Source: an optimization exercise on an open RTL-to-GDS flow (aim: small area, a short achievable clock period and few clock cycles per item). Production flows keep margins and buffers that such runs may drop.
Power and IR drop assume default switching activity.

==> v33: inputs <==
## flow_hash
module flow_hash (
    input  wire         clk,
    input  wire         rst,         
    input  wire         in_valid,
    output wire         in_ready,
    input  wire [1:0]   in_op,       
    input  wire [3:0]   in_len,      
    input  wire         in_frag,     
    input  wire [31:0]  in_seed,
    input  wire [511:0] in_words,    
    output wire         out_valid,
    input  wire         out_ready,
    output wire [31:0]  out_hash
);
==> flow/config.mk <==
export PLATFORM = sky130hd
export DESIGN_NAME = flow_hash
export DESIGN_NICKNAME = flow_hash
export VERILOG_FILES = /design/flow/design.v
export SDC_FILE = /design/flow/constraint.sdc
export NUM_CORES = 4
export LEC_CHECK = 0
export CAP_MARGIN = 0
export CORE_MARGIN = 2
export CORE_UTILIZATION = 40
export SETUP_SLACK_MARGIN = 3.6
export SLEW_MARGIN = 0
export TNS_END_PERCENT = 20
==> flow/constraint.sdc <==
create_clock -name core_clock -period 8.0 [get_ports {clk}]
set_input_delay 1.6000 -clock core_clock [delete_from_list [all_inputs] [get_ports {clk}]]
set_output_delay 1.6000 -clock core_clock [all_outputs]
set_load 0.01 [all_outputs]
standard.sh (not shown) runs the stock make flow with config.mk's settings and CLKGATE_MAP_FILE= SYNTH_SCRIPT=/design/flow/synth_recipe.tcl, a recipe that flattens the netlist after the stock synthesis.
==> flow/flow/run.sh <==
#!/bin/bash
# Own layout flow: the standard layout (standard.sh: ORFS synthesis to
# final layout, unchanged), except that the port buffers that global
# placement inserts on every input and output are the platform's smallest
# plain buffer (buf_1) instead of the clkdlybuf4s50_1 delay cell that
# buffer_ports picks by default.  Repair may still resize them.
set -euo pipefail
export BUFFER_PORTS_ARGS="-buffer_cell sky130_fd_sc_hd__buf_1"
bash standard.sh finish > standard_flow.log 2>&1
==> v15 (differences from v33) <==
==> flow/config.mk (replaced) <==
export PLATFORM = sky130hd
export DESIGN_NAME = flow_hash
export DESIGN_NICKNAME = flow_hash
export VERILOG_FILES = /design/flow/design.v
export SDC_FILE = /design/flow/constraint.sdc
export NUM_CORES = 4
export LEC_CHECK = 0
export CAP_MARGIN = 20
export CORE_MARGIN = 2
export CORE_UTILIZATION = 55
export SETUP_SLACK_MARGIN = 3.6
export SLEW_MARGIN = 20
export TNS_END_PERCENT = 20
==> v32 (differences from v33) <==
--- a/flow/design.v
+++ b/flow/design.v
@@ -463,91 +463,82 @@
     wire en9 = op_hash & (in_len >= 4'd9);
     wire en10 = op_hash & (in_len >= 4'd10);
     wire en11 = op_hash & (in_len >= 4'd11);
     wire en12 = op_hash & (in_len >= 4'd12);
     wire en13 = op_hash & (in_len >= 4'd13);
     wire en14 = op_hash & (in_len >= 4'd14);
     wire en15 = op_hash & (in_len >= 4'd15);
-    wire [31:0] r0 = {w0[4:0], w0[31:5]};
-    wire [31:0] r1 = {w1[9:0], w1[31:10]};
-    wire [31:0] r2 = {w2[14:0], w2[31:15]};
-    wire [31:0] r3 = {w3[19:0], w3[31:20]};
-    wire [31:0] r4 = {w4[24:0], w4[31:25]};
-    wire [31:0] r5 = {w5[29:0], w5[31:30]};
-    wire [31:0] r6 = {w6[2:0], w6[31:3]};
-    wire [31:0] r7 = {w7[7:0], w7[31:8]};
-    wire [31:0] r8 = {w8[12:0], w8[31:13]};
-    wire [31:0] r9 = {w9[17:0], w9[31:18]};
-    wire [31:0] r10 = {w10[22:0], w10[31:23]};
-    wire [31:0] r11 = {w11[27:0], w11[31:28]};
-    wire [31:0] r12 = {w12[0:0], w12[31:1]};
-    wire [31:0] r13 = {w13[5:0], w13[31:6]};
-    wire [31:0] r14 = {w14[10:0], w14[31:11]};
-    wire [31:0] r15 = {w15[15:0], w15[31:16]};
-    wire [31:0] g3 = en3 ? r3 : 32'd0;
-    wire [31:0] x1_2 = r1 ^ r2;
-    wire sa1 = en1 & ~en2;
-    wire [31:0] p1 = ({32{sa1}} & r1) | ({32{en2}} & x1_2);
-    wire [31:0] x4_5 = r4 ^ r5;
-    wire sa4 = en4 & ~en5;
-    wire [31:0] p4 = ({32{sa4}} & r4) | ({32{en5}} & x4_5);
-    wire [31:0] x6_7 = r6 ^ r7;
-    wire sa6 = en6 & ~en7;
-    wire [31:0] p6 = ({32{sa6}} & r6) | ({32{en7}} & x6_7);
-    wire [31:0] x8_9 = r8 ^ r9;
-    wire sa8 = en8 & ~en9;
-    wire [31:0] p8 = ({32{sa8}} & r8) | ({32{en9}} & x8_9);
-    wire [31:0] x10_11 = r10 ^ r11;
-    wire sa10 = en10 & ~en11;
-    wire [31:0] p10 = ({32{sa10}} & r10) | ({32{en11}} & x10_11);
-    wire [31:0] x12_13 = r12 ^ r13;
-    wire sa12 = en12 & ~en13;
-    wire [31:0] p12 = ({32{sa12}} & r12) | ({32{en13}} & x12_13);
-    wire [31:0] x14_15 = r14 ^ r15;
-    wire sa14 = en14 & ~en15;
-    wire [31:0] p14 = ({32{sa14}} & r14) | ({32{en15}} & x14_15);
+    wire [31:0] e1 = en1 ? w1 : 32'd0;
+    wire [31:0] e2 = en2 ? w2 : 32'd0;
+    wire [31:0] e3 = en3 ? w3 : 32'd0;
+    wire [31:0] e4 = en4 ? w4 : 32'd0;
+    wire [31:0] e5 = en5 ? w5 : 32'd0;
+    wire [31:0] e6 = en6 ? w6 : 32'd0;
+    wire [31:0] e7 = en7 ? w7 : 32'd0;
+    wire [31:0] e8 = en8 ? w8 : 32'd0;
+    wire [31:0] e9 = en9 ? w9 : 32'd0;
+    wire [31:0] e10 = en10 ? w10 : 32'd0;
+    wire [31:0] e11 = en11 ? w11 : 32'd0;
+    wire [31:0] e12 = en12 ? w12 : 32'd0;
+    wire [31:0] e13 = en13 ? w13 : 32'd0;
+    wire [31:0] e14 = en14 ? w14 : 32'd0;
+    wire [31:0] e15 = en15 ? w15 : 32'd0;
     wire [31:0] pr4 = {op_hsy4 ? w3[7:0] : 8'd0, 24'd0};
     wire [31:0] pr6 = {op_hsy6 ? w9[7:0] : 8'd0, 24'd0};
+    wire [31:0] r0 = {e0[4:0], e0[31:5]};
+    wire [31:0] r1 = {e1[9:0], e1[31:10]};
+    wire [31:0] r2 = {e2[14:0], e2[31:15]};
+    wire [31:0] r3 = {e3[19:0], e3[31:20]};
+    wire [31:0] r4 = {e4[24:0], e4[31:25]};
+    wire [31:0] r5 = {e5[29:0], e5[31:30]};
+    wire [31:0] r6 = {e6[2:0], e6[31:3]};
+    wire [31:0] r7 = {e7[7:0], e7[31:8]};
+    wire [31:0] r8 = {e8[12:0], e8[31:13]};
+    wire [31:0] r9 = {e9[17:0], e9[31:18]};
+    wire [31:0] r10 = {e10[22:0], e10[31:23]};
+    wire [31:0] r11 = {e11[27:0], e11[31:28]};
+    wire [31:0] r12 = {e12[0:0], e12[31:1]};
+    wire [31:0] r13 = {e13[5:0], e13[31:6]};
+    wire [31:0] r14 = {e14[10:0], e14[31:11]};
+    wire [31:0] r15 = {e15[15:0], e15[31:16]};
     wire [31:0] q3 = {pr4[19:0], pr4[31:20]};
     wire [31:0] q9 = {pr6[17:0], pr6[31:18]};
-    wire [31:0] fa = r0 ^ p1 ^ g3;           
-    wire [31:0] fb = p4 ^ p6;                
-    wire [31:0] fc = p8 ^ p10 ^ q3 ^ q9;     
-    wire [31:0] fd = p12 ^ p14 ^ in_seed;    
+    wire [31:0] fa = r0 ^ r1 ^ r2 ^ r3;      
+    wire [31:0] fb = r4 ^ r5 ^ r6 ^ r7;      
+    wire [31:0] fc = r8 ^ r9 ^ r10 ^ r11 ^ q3 ^ q9;
+    wire [31:0] fd = r12 ^ r13 ^ r14 ^ r15 ^ in_seed;
     wire [31:0] fold = (fa ^ fb) ^ (fc ^ fd);
     wire [31:0] d01 = w0 ^ w1;
     wire [15:0] x4  = in_frag ? 16'd0 : (w2[31:16] ^ w2[15:0]);
     wire [31:0] x4w = {x4, x4};
     wire [31:0] cor4 = {d01[4:0], d01[31:5]} ^ {d01[9:0], d01[31:10]} ^ {x4w[14:0], x4w[31:15]};
     wire [31:0] fb20 = {fb[11:0], fb[31:12]};
     wire [31:0] pq   = fa ^ fb20;
     wire [15:0] x6   = in_frag ? 16'd0 : (w8[31:16] ^ w8[15:0]);
     wire [31:0] x6w  = {x6, x6};
     wire [31:0] cor6 = pq ^ {pq[19:0], pq[31:20]} ^ {x6w[12:0], x6w[31:13]};
-    wire [31:0] g = fold ^ ((swap4 ? cor4 : 32'd0) | (swap6 ? cor6 : 32'd0));
+    wire [31:0] cor  = op_hsy6 ? cor6 : cor4;
+    wire        swap = swap4 | swap6;
     reg         v1, v2, ov;
     reg  [31:0] g1;
     reg  [3:0]  n1;
-    reg  [3:0]  n1b;
-    wire [31:0] gs = g1;
+    reg  [31:0] k1;
+    reg         sw1;
+    wire [31:0] gs = g1 ^ (sw1 ? k1 : 32'd0);
     reg  [31:0] y2;
     reg  [31:0] res;
     wire stall = ov & ~out_ready;
     assign in_ready  = ~stall;
     assign out_valid = ov;
     assign out_hash  = res;
     wire [31:0] t0 = {gs[26:0], gs[31:27]};
-    wire [31:0] u1 = {t0[26:0], t0[31:27]};
-    wire [31:0] t1 = {n1b[0] ? t0[31:16] : u1[31:16], n1[0] ? u1[15:0] : t0[15:0]};
-    wire [31:0] u2 = {t1[21:0], t1[31:22]};
-    wire [31:0] t2 = {n1b[1] ? t1[31:16] : u2[31:16], n1[1] ? u2[15:0] : t1[15:0]};
-    wire [31:0] u3 = {t2[11:0], t2[31:12]};
-    wire [31:0] t3 = {n1b[2] ? t2[31:16] : u3[31:16], n1[2] ? u3[15:0] : t2[15:0]};
-    wire [31:0] u4 = {t3[23:0], t3[31:24]};
-    wire [31:0] hr = {n1b[3] ? t3[31:16] : u4[31:16], n1[3] ? u4[15:0] : t3[15:0]};
+    wire [31:0] t1 = n1[0] ? {t0[26:0], t0[31:27]} : t0;
+    wire [31:0] t2 = n1[1] ? {t1[21:0], t1[31:22]} : t1;
+    wire [31:0] t3 = n1[2] ? {t2[11:0], t2[31:12]} : t2;
+    wire [31:0] hr = n1[3] ? {t3[23:0], t3[31:24]} : t3;
     wire ma_1;
     wire ma_2;
     assign ma_1 = ~hr[5] ^ ~hr[0];
     assign ma_2 = ~hr[5] & ~hr[0];
     wire ma_3;
     wire ma_4;
     assign ma_3 = ~hr[6] ^ ~hr[1];
@@ -1570,15 +1561,16 @@
             ov <= 1'b0;
         end else if (~stall) begin
             v1 <= in_valid;
             v2 <= v1;
             ov <= v2;
         end
         if (~stall) begin
-            g1  <= g;
+            g1  <= fold;
+            k1  <= cor;
+            sw1 <= swap;
             n1  <= nm1;
-            n1b <= ~nm1;
             y2  <= ya;
             res <= fin;
         end
     end
 endmodule
==> flow/config.mk (replaced) <==
export PLATFORM = sky130hd
export DESIGN_NAME = flow_hash
export DESIGN_NICKNAME = flow_hash
export VERILOG_FILES = /design/flow/design.v
export SDC_FILE = /design/flow/constraint.sdc
export NUM_CORES = 4
export LEC_CHECK = 0
export CAP_MARGIN = 20
export CORE_MARGIN = 2
export CORE_UTILIZATION = 40
export SETUP_SLACK_MARGIN = 4.0
export SLEW_MARGIN = 20
export TNS_END_PERCENT = 0
==> reports/metrics.csv <==
stage;metric;value;unit
setup_path;arrival time worst endpoint;4680;ps
power_and_ir_drop;Clk pwr share;0.034;
status;status;complete, no violations;
timing;worst slew margin relative to its limit;0.269;
clocking;CTS buffer count;9;
place;GPL Wtd Cong;1.07;
clocking;Worst-path clk slew;80;ps
power_and_ir_drop;seq pwr;0.00199;W
layout;synth-to-layout area growth;24.0;%
synthesis;simple-gate share of the synthesized area;0.143;
Source of the figures above: v33

==> reports/metrics.csv <==
stage;metric;value;unit
layout;Antenna Cells;16;
power_and_ir_drop;Switch Pwr;0.00739;W
setup_path;CP required;8150;ps
setup_path;arrival time worst endpoint;4980;ps
setup_path;worst setup path start;n1[0];
layout;synth-to-layout area growth;24.8;%
place;GPL Wtd Cong;1.13;
status;status;complete, no violations;
global_routing;grt met2 use;0.763;
power_and_ir_drop;seq pwr;0.00203;W
timing;worst slew margin relative to its limit;0.282;
synthesis;simple-gate share of the synthesized area;0.143;
floorplanning;Core Area;42900;um^2
clocking;Worst-path clk slew;80;ps
clocking;cts hold-fix bufs;0;
clocking;CTS buffer count;9;
Source of the figures above: v15

==> reports/metrics.csv <==
stage;metric;value;unit
status;status;complete, no violations;
synthesis;simple-gate share of the synthesized area;0.160;
layout;synth-to-layout area growth;20.6;%
timing;Worst-Margin Slew;959;ps
route;Pre-antenna DRT Iters;6;
clocking;Worst-path clk slew;70;ps
setup_path;Worst Path Max Fanout;14;
place;GPL Wtd Cong;1.05;
synthesis;Post-Syn Instances;3240;
synthesis;largest family of logic cells by synthesized area;XOR/XNOR gates;
power_and_ir_drop;Clk pwr share;0.048;
power_and_ir_drop;seq pwr;0.00251;W
Source of the figures above: v32

Function was not checked in any run of this note: the RTL went through the layout flow alone.

-- port drivers added, routing unchanged --
No port has a modelled driver above. Below, the same layouts with a new extraction and two added sets of constraints. Step 1 (the two cells are an assumption about what drives the block):
set clk [get_ports {clk}]
set_driving_cell -lib_cell sky130_fd_sc_hd__clkbuf_16 $clk
set_driving_cell -lib_cell sky130_fd_sc_hd__buf_2 [delete_from_list [all_inputs] $clk]
Step 2, shift: input delay + t, output delay - t, t = (earliest + latest rising clock arrival at the registers) / 2. This alone moves slack from input paths to output paths. a / b / c = no drivers / after step 1 / after step 2; a / b = the first two.
run	shift t [ns]	setup slack, ns	hold slack, ns	worst setup path after step 2	worst data-port slew with drivers (ns)
v33	0.454	3.470 / 3.476 / 3.022	0.495 / 0.495 / 0.495	input to register	0.16
v15	0.451	3.169 / 3.169 / 2.953	0.487 / 0.487 / 0.487	input to register	0.16
v32	0.497	3.171 / 3.171 / 2.833	0.483 / 0.483 / 0.483	input to register	0.14
After both steps every run listed still meets setup and hold. The setup slack of v33, which loses most, moves by +0.006 ns with the drivers and by -0.448 ns with both steps.
